From an optimization exercise on the open Yosys and OpenROAD flow, aimed at small area, a short achievable clock period and few clock cycles per item; shortcuts taken in it are not production practice. Only simulation tests tie the RTL to the original design; equivalence was not proved. No activity file was given, so power comes from the tool's default toggle rates.

the baseline:
## cmp_coder
module cmp_coder (
    input  wire        clk,
    input  wire        rst,
    input  wire        start,
    input  wire        cfg_cfa,
    input  wire [1:0]  cfg_depth,
    input  wire [14:0] cfg_height,
    output wire        busy,
    input  wire        in_valid,
    input  wire [15:0] in_data,
    output wire        in_ready,
    output wire        out_valid,
    output wire [31:0] out_data,
    input  wire        out_ready,
    output wire        blk_valid,
    output wire [18:0] blk_len,
    output wire [7:0]  blk_chk,
    output wire        blk_raw,
    output wire        blk_last
);
    integer i, j;
    reg        busy_r;        
    reg        idle_r;        
    reg        stall_r;       
    reg        rdy_r;         
    wire       adv = ~stall_r;
    wire       act = ~idle_r;
    reg        cfa;
    reg [1:0]  depth;
    reg [14:0] hm1;           
    wire [4:0]  bits = 5'd10 + {2'b00, depth, 1'b0};
    wire [15:0] mask = (depth == 2'd0) ? 16'h03FF :
                       (depth == 2'd1) ? 16'h0FFF :
                       (depth == 2'd2) ? 16'h3FFF : 16'hFFFF;
    wire [15:0] half = (depth == 2'd0) ? 16'h0200 :
                       (depth == 2'd1) ? 16'h0800 :
                       (depth == 2'd2) ? 16'h2000 : 16'h8000;
    always @(posedge clk) begin
        if (idle_r) begin
            cfa   <= cfg_cfa;
            depth <= cfg_depth;
            hm1   <= cfg_height - 15'd1;
        end
    end
    reg [15:0] in_r;
    reg        inv_r;
    assign in_ready = rdy_r;
    always @(posedge clk) begin
        if (adv)
            in_r <= in_data;
        if (rst)
            inv_r <= 1'b0;
        else if (adv)
            inv_r <= in_valid & (act | start);
    end
    reg [5:0]  x;
    reg [14:0] y;
    wire shift_in = inv_r & adv;
    always @(posedge clk) begin
        if (idle_r) begin
            x <= 6'd0;
            y <= 15'd0;
        end else if (shift_in) begin
            x <= x + 6'd1;
            if (x == 6'd63)
                y <= y + 15'd1;
        end
    end
    reg [15:0] hist [1:125];
    wire [15:0] pix = in_r & mask;
    always @(posedge clk) begin
        if (shift_in) begin
            hist[1] <= pix;
            for (i = 2; i <= 125; i = i + 1)
  ...
For scale: ~7,100 cells after synthesis, roughly 100 I/O pins, about 130,000 µm² of cells after synthesis.
==> flow/config.mk <==
export PLATFORM = sky130hd
export DESIGN_NAME = cmp_coder
export DESIGN_NICKNAME = cmp_coder
export VERILOG_FILES = /design/flow/design.v
export SDC_FILE = /design/flow/constraint.sdc
export NUM_CORES = 4
export LEC_CHECK = 0
export CAP_MARGIN = 20
export CORE_MARGIN = 2
export CORE_UTILIZATION = 65
export CTS_BUF_LIST = sky130_fd_sc_hd__clkbuf_16
export CTS_CLUSTER_DIAMETER = 100
export CTS_CLUSTER_SIZE = 25
export SLEW_MARGIN = 20
==> flow/constraint.sdc <==
create_clock -name core_clock -period 11.0 [get_ports {clk}]
set_input_delay 2.2000 -clock core_clock [delete_from_list [all_inputs] [get_ports {clk}]]
set_output_delay 2.2000 -clock core_clock [all_outputs]
set_load 0.01 [all_outputs]
standard.sh (not shown) runs the stock make flow with config.mk's settings and CLKGATE_MAP_FILE= SYNTH_SCRIPT=/design/flow/synth_recipe.tcl, a recipe that flattens the netlist after the stock synthesis.
==> flow/flow/run.sh <==
#!/bin/bash
set -o pipefail
bash standard.sh SETUP_SLACK_MARGIN=7.45 finish > standard_flow.log 2>&1
Testbench counts of the baseline, summed over its fixed seeds: cycles 80,840, pixels 80,512.
Changes in the candidate relative to the baseline:
--- a/flow/design.v
+++ b/flow/design.v
@@ -191,26 +191,40 @@
     reg [5:0]  nr;
     reg [16:0] mu;
     reg [4:0]  ctxu;
     reg        beu, feu, vu;
     wire [22:0] a_sum = ar + {6'd0, mu};
     wire        n_wrap = (nr == 6'd63);
     wire [22:0] a_upd = n_wrap ? (a_sum >> 1) : a_sum;
     wire [5:0]  n_upd = n_wrap ? 6'd32 : nr + 6'd1;
     wire fwd = vu && (ctxu == ctx4);
+    reg  [22:0] rd_a;
+    reg  [5:0]  rd_n;
+    reg         rd_ok;
+    always @(*) begin
+        rd_a  = 23'd0;
+        rd_n  = 6'd0;
+        rd_ok = 1'b0;
+        for (i = 0; i < 32; i = i + 1)
+            if (ctx4 == i && ctx_ok[i]) begin
+                rd_a  = rd_a | ctx_a[i];
+                rd_n  = rd_n | ctx_n[i];
+                rd_ok = 1'b1;
+            end
+    end
     always @(posedge clk) begin
         if (adv) begin
             if (fwd) begin
                 ar <= a_upd;
                 nr <= n_upd;
-            end else if (ctx_ok[ctx4]) begin
-                ar <= ctx_a[ctx4];
-                nr <= ctx_n[ctx4];
+            end else if (rd_ok) begin
+                ar <= rd_a;
+                nr <= rd_n;
             end else begin
                 ar <= a0;
                 nr <= 6'd1;
             end
             mu   <= m4;
             ctxu <= ctx4;
             beu  <= be4;
             feu  <= fe4;
         end
@@ -282,18 +296,19 @@
             bep <= bec;
             fep <= fec;
         end
         if (rst)
             vp_ok <= 1'b0;
         else if (adv)
             vp_ok <= vc;
     end
     reg [95:0]  acc;
+    reg [31:0]  out_r;        
     reg [6:0]   fill;
     reg         ov_r;         
     reg         cl;           
     reg [1:0]   cw;           
     reg [10:0]  raww;         
     reg         clast;        
     reg [11:0]  wcnt;
     reg [7:0]   crc;
     reg         bv_r, braw_r, blast_r;
@@ -328,34 +343,31 @@
     wire [6:0]  fill_nx  = pop ? fill_add - 7'd32 : fill_add;
     wire        place_be = place & bep;
     wire        cl_nx    = place_be | (cl & ~lastpop);
     reg [7:0] crc_w;
     always @(*) begin
         crc_w = crc;
         for (j = 31; j >= 0; j = j - 1)
             crc_w = {crc_w[6:0], 1'b0} ^ ((crc_w[7] ^ acc[64 + j]) ? 8'h07 : 8'h00);
     end
-    reg  [10:0] raw_full, raw_last;
-    reg  [5:0]  lines_last;
-    always @(posedge clk) begin
-        lines_last <= {1'b0, hm1[4:0]} + 6'd1;
-        raw_full   <= {bits, 6'd0};
-        raw_last   <= {1'b0, lines_last, 4'd0} + {3'd0, lines_last, 2'd0} +
-                      (depth[0] ? {3'd0, lines_last, 2'd0} : 11'd0) +
-                      (depth[1] ? {2'd0, lines_last, 3'd0} : 11'd0);
-    end
+    wire [5:0]  lines_last = {1'b0, hm1[4:0]} + 6'd1;
+    wire [10:0] raw_last   = {1'b0, lines_last, 4'd0} + {3'd0, lines_last, 2'd0} +
+                             (depth[0] ? {3'd0, lines_last, 2'd0} : 11'd0) +
+                             (depth[1] ? {2'd0, lines_last, 3'd0} : 11'd0);
+    wire [10:0] raw_full   = {bits, 6'd0};
     wire [10:0] raw_nx = fep ? raw_last : raw_full;
     wire        nbe = adv ? (bec & vc) : (bep & vp_ok);
     always @(posedge clk) begin
         if (idle_r)
             acc <= 96'd0;
         else
             acc <= pop ? {acc_or[63:0], 32'd0} : acc_or;
+        out_r <= pop ? acc_or[63:32] : acc_or[95:64];
         if (place_be) begin
             raww  <= raw_nx;
             clast <= fep;
         end
         blen_r <= wcnt + 12'd1;
         bchk_r <= crc_w;
         braw_r <= ({1'b0, wcnt} + 13'd1) >= {2'b00, raww};
         blast_r <= clast;
         if (rst) begin
@@ -393,16 +405,16 @@
                 wcnt <= wcnt + 12'd1;
                 crc  <= crc_w;
             end
             stall_r <= (fill_nx > 7'd48) || (cl_nx && nbe);
             rdy_r   <= !((fill_nx > 7'd48) || (cl_nx && nbe));
         end
     end
     assign busy      = busy_r;
     assign out_valid = ov_r;
-    assign out_data  = acc[95:64];
+    assign out_data  = out_r;
     assign blk_valid = bv_r;
     assign blk_len   = {7'd0, blen_r};
     assign blk_chk   = bchk_r;
     assign blk_raw   = braw_r;
     assign blk_last  = blast_r;
 endmodule
### Flow results
- The capturing instance or port of the critical path comes out raww[10]$_DFFE_PP_ in one run and gr3[13]$_DFFE_PN_ in the other, namely in the candidate and the baseline respectively.
- Comparing the baseline and the candidate, the lower core occupancy in the finished layout was measured on the baseline.
- Diff the baseline -> the candidate: register-to-register slack saw little to no change, power per standard cell area saw a decrease.
- Diff the baseline -> the candidate: share of total power consumed by net switching decreased by 0.69 points relative to the old numbers, hold slack about even, setup slack has decreased, hold-critical path depth level.
- The area taken by flip-flops and latches of the candidate and that of the baseline are within noise of each other.
- Wire: the candidate routes more than the baseline
- The candidate: flow completed, timing, DRC and antenna clean
- Changes observed in the candidate relative to the baseline: total power went down 0.96 mW; post-synthesis xor/xnor area fraction went down 0.15 points; portion of total power attributed to the clock network went up 0.9 points.
- Going from the baseline to the candidate, static leakage shrank slightly.
- Diff the baseline -> the candidate | count of flip-flops and latches | up slightly
Testbench counts of the candidate, summed over its fixed seeds: cycles 80,840, pixels 80,512.

## what the ideal ports hide
The results above use ideal ports. As a check the final layouts listed here were re-extracted and re-timed, cells and wires unchanged. Step 1 (the two cells are an assumption about what drives the block):
set clk [get_ports {clk}]
set_driving_cell -lib_cell sky130_fd_sc_hd__clkbuf_16 $clk
set_driving_cell -lib_cell sky130_fd_sc_hd__buf_2 [delete_from_list [all_inputs] $clk]
Step 2 moves the port delays by t, midway between the first and last clock arrival at a register: inputs arrive t later, outputs are due t later. That takes back most of the time a late clock gives input paths. a / b / c = ideal / step 1 / step 2; a / b = the first two.
run	t (ns)	slack for setup (ns)	hold WS [ns]	slew at the worst register clock pin (ns)
the baseline	0.936	7.414 / 7.336 / 6.729	0.352 / 0.352 / 0.352	0.11 / 0.11
the candidate	0.928	7.404 / 7.366 / 6.680	0.350 / 0.350 / 0.350	0.11 / 0.11
After both steps setup and hold are still met in every run listed. For the candidate, which loses most, drivers alone change the setup slack by -0.038 ns; drivers and shift together by -0.724 ns.
